This is an optimization exercise on Yosys and OpenROAD, whose aim is small area and a short achievable clock period, not a production implementation. Function was checked by simulation only, so behaviour that the tests miss may differ from the original. Power and IR drop assume default switching activity.

==> flow/design.v <==
module map_gauntlet (
    input  wire         clk,
    input  wire         rst,             
    input  wire         cmt_valid,
    input  wire [2:0]   cmt_index,
    input  wire [255:0] cmt_entry,
    output reg          cmt_ack,
    output reg  [2:0]   cmt_cause,       
    input  wire         req_valid,
    input  wire [63:0]  req_addr,
    input  wire [4:0]   req_part,
    input  wire [2:0]   req_type,        
    input  wire         req_mgmt,        
    input  wire         req_restrict,    
    output reg          rsp_valid,
    output reg  [1:0]   rsp_status,      
    output reg  [2:0]   rsp_cause,
    output reg  [2:0]   rsp_index,
    output reg  [2:0]   rsp_index2,
    output reg  [2:0]   rsp_kind,
    output reg  [12:0]  rsp_target,
    output reg  [1:0]   rsp_fwd,
    output reg  [14:0]  rsp_attr,
    output reg  [63:0]  rsp_addr
);
    localparam NENT = 8;
    localparam ST_HIT     = 2'd0;
    localparam ST_MISS    = 2'd1;
    localparam ST_OVERLAP = 2'd2;
    localparam ST_DENY    = 2'd3;
    localparam K_PORT   = 3'd0;
    localparam K_MCAST  = 3'd1;
    localparam K_ENGINE = 3'd2;
    localparam K_LOCAL  = 3'd3;
    localparam K_DROP   = 3'd4;
    reg         t_valid   [0:NENT-1];
    reg [2:0]   t_kind    [0:NENT-1];
    reg [5:0]   t_size    [0:NENT-1];
    reg [1:0]   t_fwd     [0:NENT-1];
    reg [51:0]  t_base    [0:NENT-1];    
    reg [51:0]  t_xlate   [0:NENT-1];    
    reg [31:0]  t_visible [0:NENT-1];
    reg [31:0]  t_rd      [0:NENT-1];
    reg [31:0]  t_wr      [0:NENT-1];
    reg [12:0]  t_target  [0:NENT-1];
    reg [14:0]  t_attr    [0:NENT-1];    
    wire        e_valid  = cmt_entry[0];
    wire [2:0]  e_kind   = cmt_entry[3:1];
    wire [5:0]  e_size   = cmt_entry[9:4];
    wire [1:0]  e_fwd    = cmt_entry[11:10];
    wire [51:0] e_base   = cmt_entry[63:12];
    wire [63:0] e_xlate  = cmt_entry[127:64];
    wire [12:0] e_target = cmt_entry[236:224];
    wire [63:0] e_base_addr = {e_base, 12'h000};
    wire [63:0] e_size_mask = (64'd1 << e_size) - 64'd1;
    wire [65:0] e_local_end = {2'b00, e_base_addr} + {2'b00, e_xlate} + {2'b00, e_size_mask};
    reg [2:0] chk_cause;
    always @(*) begin
        chk_cause = 3'd0;
        if (e_valid) begin
            if (e_size < 6'd12 || e_size > 6'd52)
                chk_cause = 3'd1;
            else if ((e_base_addr & e_size_mask) != 64'd0)
                chk_cause = 3'd2;
            else if (e_kind > K_DROP || e_fwd == 2'b11)
                chk_cause = 3'd3;
            else if (e_kind == K_PORT && (e_target[6] || e_target[12:11] != 2'b00))
                chk_cause = 3'd4;
            else if (e_kind == K_LOCAL && e_target[12:3] != 10'd0)
                chk_cause = 3'd4;
            else if (e_xlate[11:0] != 12'd0)
                chk_cause = 3'd5;
            else if (e_kind == K_ENGINE && e_size != 6'd16)
                chk_cause = 3'd6;
            else if (e_kind == K_LOCAL && e_local_end[65:32] != 34'd0)
                chk_cause = 3'd7;
        end
    end
    integer i;
    always @(posedge clk) begin
        if (rst) begin
            cmt_ack   <= 1'b0;
            cmt_cause <= 3'd0;
            for (i = 0; i < NENT; i = i + 1) begin
                t_valid[i]   <= 1'b0;
                t_kind[i]    <= 3'd0;
                t_size[i]    <= 6'd0;
                t_fwd[i]     <= 2'd0;
                t_base[i]    <= 52'd0;
                t_xlate[i]   <= 52'd0;
                t_visible[i] <= 32'd0;
                t_rd[i]      <= 32'd0;
                t_wr[i]      <= 32'd0;
                t_target[i]  <= 13'd0;
                t_attr[i]    <= 15'd0;
            end
        end else begin
            cmt_ack   <= cmt_valid;
            cmt_cause <= cmt_valid ? chk_cause : 3'd0;
            if (cmt_valid && chk_cause == 3'd0) begin
                t_valid[cmt_index]   <= e_valid;
                t_kind[cmt_index]    <= e_kind;
                t_size[cmt_index]    <= e_size;
                t_fwd[cmt_index]     <= e_fwd;
                t_base[cmt_index]    <= e_base;
                t_xlate[cmt_index]   <= e_xlate[63:12];
                t_visible[cmt_index] <= cmt_entry[159:128];
                t_rd[cmt_index]      <= cmt_entry[191:160];
                t_wr[cmt_index]      <= cmt_entry[223:192];
                t_target[cmt_index]  <= e_target;
                t_attr[cmt_index]    <= cmt_entry[255:241];
            end
        end
    end
    reg [NENT-1:0] hit;
    reg [51:0]     mask;
    always @(*) begin
        for (i = 0; i < NENT; i = i + 1) begin
            mask = ({52{1'b1}} << (t_size[i] - 6'd12));
            hit[i] = t_valid[i]
                   && ((req_addr[63:12] & mask) == t_base[i])
                   && (req_mgmt || t_visible[i][req_part]);
        end
    end
    reg [2:0] idx0, idx1;
    reg [3:0] nhit;
    always @(*) begin
        idx0 = 3'd0;
        idx1 = 3'd0;
        nhit = 4'd0;
        for (i = NENT - 1; i >= 0; i = i - 1) begin
            if (hit[i]) begin
                idx1 = idx0;
                idx0 = i[2:0];
            end
        end
        for (i = 0; i < NENT; i = i + 1)
            nhit = nhit + {3'd0, hit[i]};
    end
    wire has_rd = t_rd[idx0][req_part];
    wire has_wr = t_wr[idx0][req_part];
    reg       deny;
    reg [2:0] deny_cause;
    always @(*) begin
        deny = 1'b0;
        deny_cause = 3'd0;
        if (!req_mgmt) begin
            case (req_type)
                3'd0, 3'd1: if (!has_wr) begin deny = 1'b1; deny_cause = 3'd1; end
                3'd2:       if (!has_rd) begin deny = 1'b1; deny_cause = 3'd0; end
                3'd3:       if (!has_rd && !has_wr) begin deny = 1'b1; deny_cause = 3'd2; end
                3'd4: begin
                    if (!has_rd && !has_wr) begin deny = 1'b1; deny_cause = 3'd2; end
                    else if (!has_rd)       begin deny = 1'b1; deny_cause = 3'd0; end
                    else if (!has_wr)       begin deny = 1'b1; deny_cause = 3'd1; end
                end
                default: ;
            endcase
        end
    end
    wire [2:0]  m_kind = t_kind[idx0];
    wire [2:0]  eff_kind = (req_restrict && (m_kind == K_MCAST || m_kind == K_ENGINE)) ? K_DROP : m_kind;
    wire [63:0] xl_addr = (eff_kind == K_ENGINE) ? {48'd0, req_addr[15:0]}
                                                 : req_addr + {t_xlate[idx0], 12'h000};
    always @(posedge clk) begin
        if (rst) begin
            rsp_valid  <= 1'b0;
            rsp_status <= 2'd0;
            rsp_cause  <= 3'd0;
            rsp_index  <= 3'd0;
            rsp_index2 <= 3'd0;
            rsp_kind   <= 3'd0;
            rsp_target <= 13'd0;
            rsp_fwd    <= 2'd0;
            rsp_attr   <= 15'd0;
            rsp_addr   <= 64'd0;
        end else begin
            rsp_valid  <= req_valid;
            rsp_status <= ST_MISS;
            rsp_cause  <= 3'd0;
            rsp_index  <= 3'd0;
            rsp_index2 <= 3'd0;
            rsp_kind   <= 3'd0;
            rsp_target <= 13'd0;
            rsp_fwd    <= 2'd0;
            rsp_attr   <= 15'd0;
            rsp_addr   <= req_addr;
            if (nhit > 4'd1) begin
                rsp_status <= ST_OVERLAP;
                rsp_index  <= idx0;
                rsp_index2 <= idx1;
            end else if (nhit == 4'd1) begin
                rsp_index  <= idx0;
                rsp_kind   <= eff_kind;
                rsp_target <= t_target[idx0];
                rsp_fwd    <= t_fwd[idx0];
                rsp_attr   <= t_attr[idx0];
                if (deny) begin
                    rsp_status <= ST_DENY;
                    rsp_cause  <= deny_cause;
                end else begin
                    rsp_status <= ST_HIT;
                    rsp_addr   <= xl_addr;
                end
            end
        end
    end
endmodule
==> flow/run.sh <==
#!/bin/bash
# synth_recipe.tcl (not shown) runs the flow's synth.tcl, then flattens the netlist and writes it again
# the make line also repeats each setting of config.mk as NAME=value (left out here)
make -C /OpenROAD-flow-scripts/flow DESIGN_CONFIG=/design/flow/config.mk WORK_HOME=/design/flow/orfs CLKGATE_MAP_FILE= SYNTH_SCRIPT=/design/flow/synth_recipe.tcl finish
==> flow/config.mk <==
export PLATFORM = sky130hd
export DESIGN_NAME = map_gauntlet
export DESIGN_NICKNAME = map_gauntlet
export VERILOG_FILES = /design/flow/design.v
export SDC_FILE = /design/flow/constraint.sdc
export NUM_CORES = 4
export LEC_CHECK = 0
export CAP_MARGIN = 20
export CORE_MARGIN = 2
export CORE_UTILIZATION = 40
export SETUP_SLACK_MARGIN = 0.3
export SLEW_MARGIN = 20
==> flow/constraint.sdc <==
create_clock -name core_clock -period 10.0 [get_ports {clk}]
set_input_delay 2.0000 -clock core_clock [delete_from_list [all_inputs] [get_ports {clk}]]
set_output_delay 2.0000 -clock core_clock [all_outputs]
set_load 0.01 [all_outputs]
==> run summary <==
layout by cell type, fill, tap and decap left out, types with 86 or more instances in the layout:
master           count
and3_1            1959
edfxtp_1          1920
buf_4             1320
nand2_1            704
mux2i_1            511
o21ai_0            436
clkdlybuf4s50_1    397
a21oi_1            348
nor2_1             245
clkbuf_16          242
inv_1              239
nand3_1            237
buf_12             219
ha_1               154
diode_2            117
nor2b_1            115
dfxtp_1            112
nor3_1             111
xnor2_1            100
nand2b_1            95
nand4_1             88
mux2_2              86
report_power, final:
part | leakage (nW) | switching [W] | internal (W)
clock network | 3.71 | 0.00367 | 0.00502
registers | 19.2 | 0.000237 | 0.00979
logic | 35.0 | 0.00269 | 0.00165
total | 58.0 | 0.00659 | 0.0165
worst paths after layout:
| path | cells past startpoint | end |
|---|---|---|
| hold reg to reg | 4 | rsp_attr[14]$_SDFF_PP0_ |
| setup / recovery | 42 | rsp_addr[62]$_SDFF_PP0_ |
| setup reg to reg | 43 | rsp_addr[62]$_SDFF_PP0_ |
| hold / removal | 4 | rsp_attr[14]$_SDFF_PP0_ |
worst max-delay path: cells and delay by family:
kind / cells / cell delay [ps]
fa+ha+maj: 2 / 540
xor+xnor: 1 / 80
simple gates: 5 / 1180
mux: 1 / 340
buf+inv: 9 / 1740
compound gates: 24 / 4440
cell type report:
class / count / area (sq um)
clock inverters: 132 / 1360
inverters: 262 / 1030
well taps: 3705 / 4640
diodes: 117 / 293
multi-input cells: 6790 / 47700
repair buffers: 2027 / 19500
flip-flops and latches: 2032 / 59900
fillers: 24486 / 135000
clock buffers: 294 / 6200
per-stage QoR:
step | cell area (sq um) | hold slack (ps)
floorplan | 111000 | 609
global placement | 131000 | 646
detailed placement | 131000 | 638
CTS | 139000 | 656
global route | 140000 | 707
finish | 141000 | 658
logic make-up (layout without fill, tap and decap cells):
logic type / count (synthesis) / in the layout / share of synthesized area
buf+inv: 1092 / 2715 / 0.0395
simple gates: 3900 / 3900 / 0.198
other cells: 2 / 119 / 0.0000678
mux: 676 / 676 / 0.0706
compound gates: 1822 / 1822 / 0.109
xor+xnor: 171 / 171 / 0.0137
fa+ha+maj: 219 / 219 / 0.0286
flops: 2032 / 2032 / 0.541
registers in the layout, summed over array words and instances (netlist names):
signal and cells:
t_target 104, rsp_addr 64, t_valid 8, rsp_fwd 2, t_xlate 416, t_visible 256
cmt_cause 3, rsp_status 2, rsp_valid 1, rsp_kind 3, rsp_cause 2, t_rd 256
t_base 416, rsp_index 3, t_kind 24, t_size 48, t_wr 256, t_fwd 16
t_attr 120, rsp_target 13, cmt_ack 1, rsp_index2 3, rsp_attr 15
per-layer routing:
| layer | GRT usage | vias to the layer above |
|---|---|---|
| met5 | 0 | - |
| met4 | 0.210 | 68 |
| met3 | 0.0897 | 1177 |
| met2 | 0.543 | 5575 |
| met1 | 0.496 | 48250 |
| li1 | - | 40847 |
cell usage after synthesis, drive strengths merged, types with 54 or more instances:
master,instances
nor2b,118
a31oi,57
nand2b,98
a21oi,359
nand3,246
o211ai,78
and3,1961
xnor2,109
inv,253
mux2,89
a21o,86
xor2,62
o21ai,517
nand4,88
mux4,75
mux2i,512
nor2,250
nor4,61
edfxtp,1920
a211oi,54
nor3,117
clkbuf,696
fa,57
buf,134
nand2,704
ha,160
o22ai,75
dfxtp,112
repair_timing:
item / CTS / global route
resized for setup: 59 / 235
cloned: 2 / 5
endpoints found under the setup margin: 2428 / 3851
buffers inserted: 10 / 42
pin swaps: 22 / 102
==> out/qor.csv <==
metric,value,unit
Worst setup SP type,input port,
Crit. Startpoint,req_addr[39],
area grow syn2layout,26.9,%
"Seq/Total Area, Yosys",0.541,
CP max FO,6,
# rows,193,
Power per Cell Area,164,nW/um^2
minimum clock period,9540,ps
DRT Pass-1 Iters,7,
Post-CTS Hold Fix Bufs,0,
clock transition at the registers of the reported paths,70,ps
Starting Density,0.401,
WS Path Type,input port to register,
"reg-to-reg slack, setup",550,ps
top cell type's share of synthesized area,0.520,
root buf cell,clkbuf_16,
"Req. time, crit path",10830,ps
Worst path slowest cell,nor4_4,
period utilisation layout,0.954,
top routing layer in use,met5,
met3 wire len,57100,um
layout cells sized above 1,0.200,
post-layout util,0.509,
RSZ-0062 raised after global routing,yes,
f_max,0.105,GHz
outcome,finished clean,
WL/cell,34.8,um
setup TNS,0,ps
Hold Startpoint,t_attr[0][14]$_SDFFCE_PN0P_,
final hold viol count,0,
"FFs w/ async S/R, synth",0,
met1 wire length,212000,um
Crit path top cell by count,a21oi_2,
synthesis warning total,1,
grt ovf,0,
Pwr Total,0.0231,W
worst-margin pin slew,1250,ps
first-pass GRT wire length,728000,um
Die Wd,530,um
TritonCTS Buffers,229,
DRT iter0 DRCs,13173,
Leak,58.0,nW
die height,530,um
routability cong.,1.04,
Area contributors post-synth,"edfxtp_1 (52%), and3_1 (11%), mux2i_1 (4.6%)",
die area,281000,sq um
Slew Limit Fails,0,
number of synthesized register bits,2032,
Total GRT Usage,0.369,
syn avg cell area,11.2,sq um
Core Box Area,276000,sq um
DRC viols,0,
Mapped Nets,10468,
vias,95917,
Skew-Pair Late Insertion Delay,930,ps
CTS max path bufs,4,
CP Capture Type,register,
# IOs,450,
synthesized instance count,9914,
Final Setup Violations,0,
Hold WC Path Type,register to register,
vias per cell,6.25,
Post-Route WL,535000,um
crit-path max cell delay,490,ps
vias in the first global route,90898,
met2 WL,230000,um
Yosys top cell by area,edfxtp_1,
VDD IR max,0.000162,V
CTS tree,yes,
post-synth cell types,114,
ys flop type,edfxtp_1,
Final Skew,60.8,ps
Post-synth EDFFs,1920,
min setup slack post-route,460,ps
antenna violations before repair,126,
Final Non-Filler Cells,15359,
worst reg2reg path startpoint,t_size[6][3]$_SDFFCE_PN0P_,
IO Port Bufs,444,
pre-CTS worst setup slack,-1770,ps
Sink Count,2032,
CP arrival,10370,ps
max cap viols,0,
Antenna Nets Post-Route,0,
largest net degree at the start of global routing,214,
DP Cell Count,14757,
DP HPWL,378000,um
Worst slew margin,0.167,
Final nets,11896,
Post-Syn Area,111000,sq um
CTS HTree Levels,4,

==> afterwards: timing with drivers on the ports <==
The results above use ideal ports. As a check the final layout listed here was re-extracted and re-timed, cells and wires unchanged. Step 1 (the two cells are an assumption about what drives the block):
set clk [get_ports {clk}]
set_driving_cell -lib_cell sky130_fd_sc_hd__clkbuf_16 $clk
set_driving_cell -lib_cell sky130_fd_sc_hd__buf_2 [delete_from_list [all_inputs] $clk]
Step 2 also shifts input and output timing later by t, the mid clock arrival at the registers, as if the neighbouring blocks saw the same clock. a / b / c = ideal / step 1 / step 2; a / b = the first two.
t (ns): 1.012
setup WS [ns]: 0.460 / 0.537 / -0.474
latest minus earliest clock arrival (ns): 0.069 / 0.069
pins driven straight from the clock port: 1
With both steps, setup timing fails in this run, where it was met with ideal ports. The setup slack of this run moves by +0.077 ns with the drivers and by -0.934 ns with both steps.
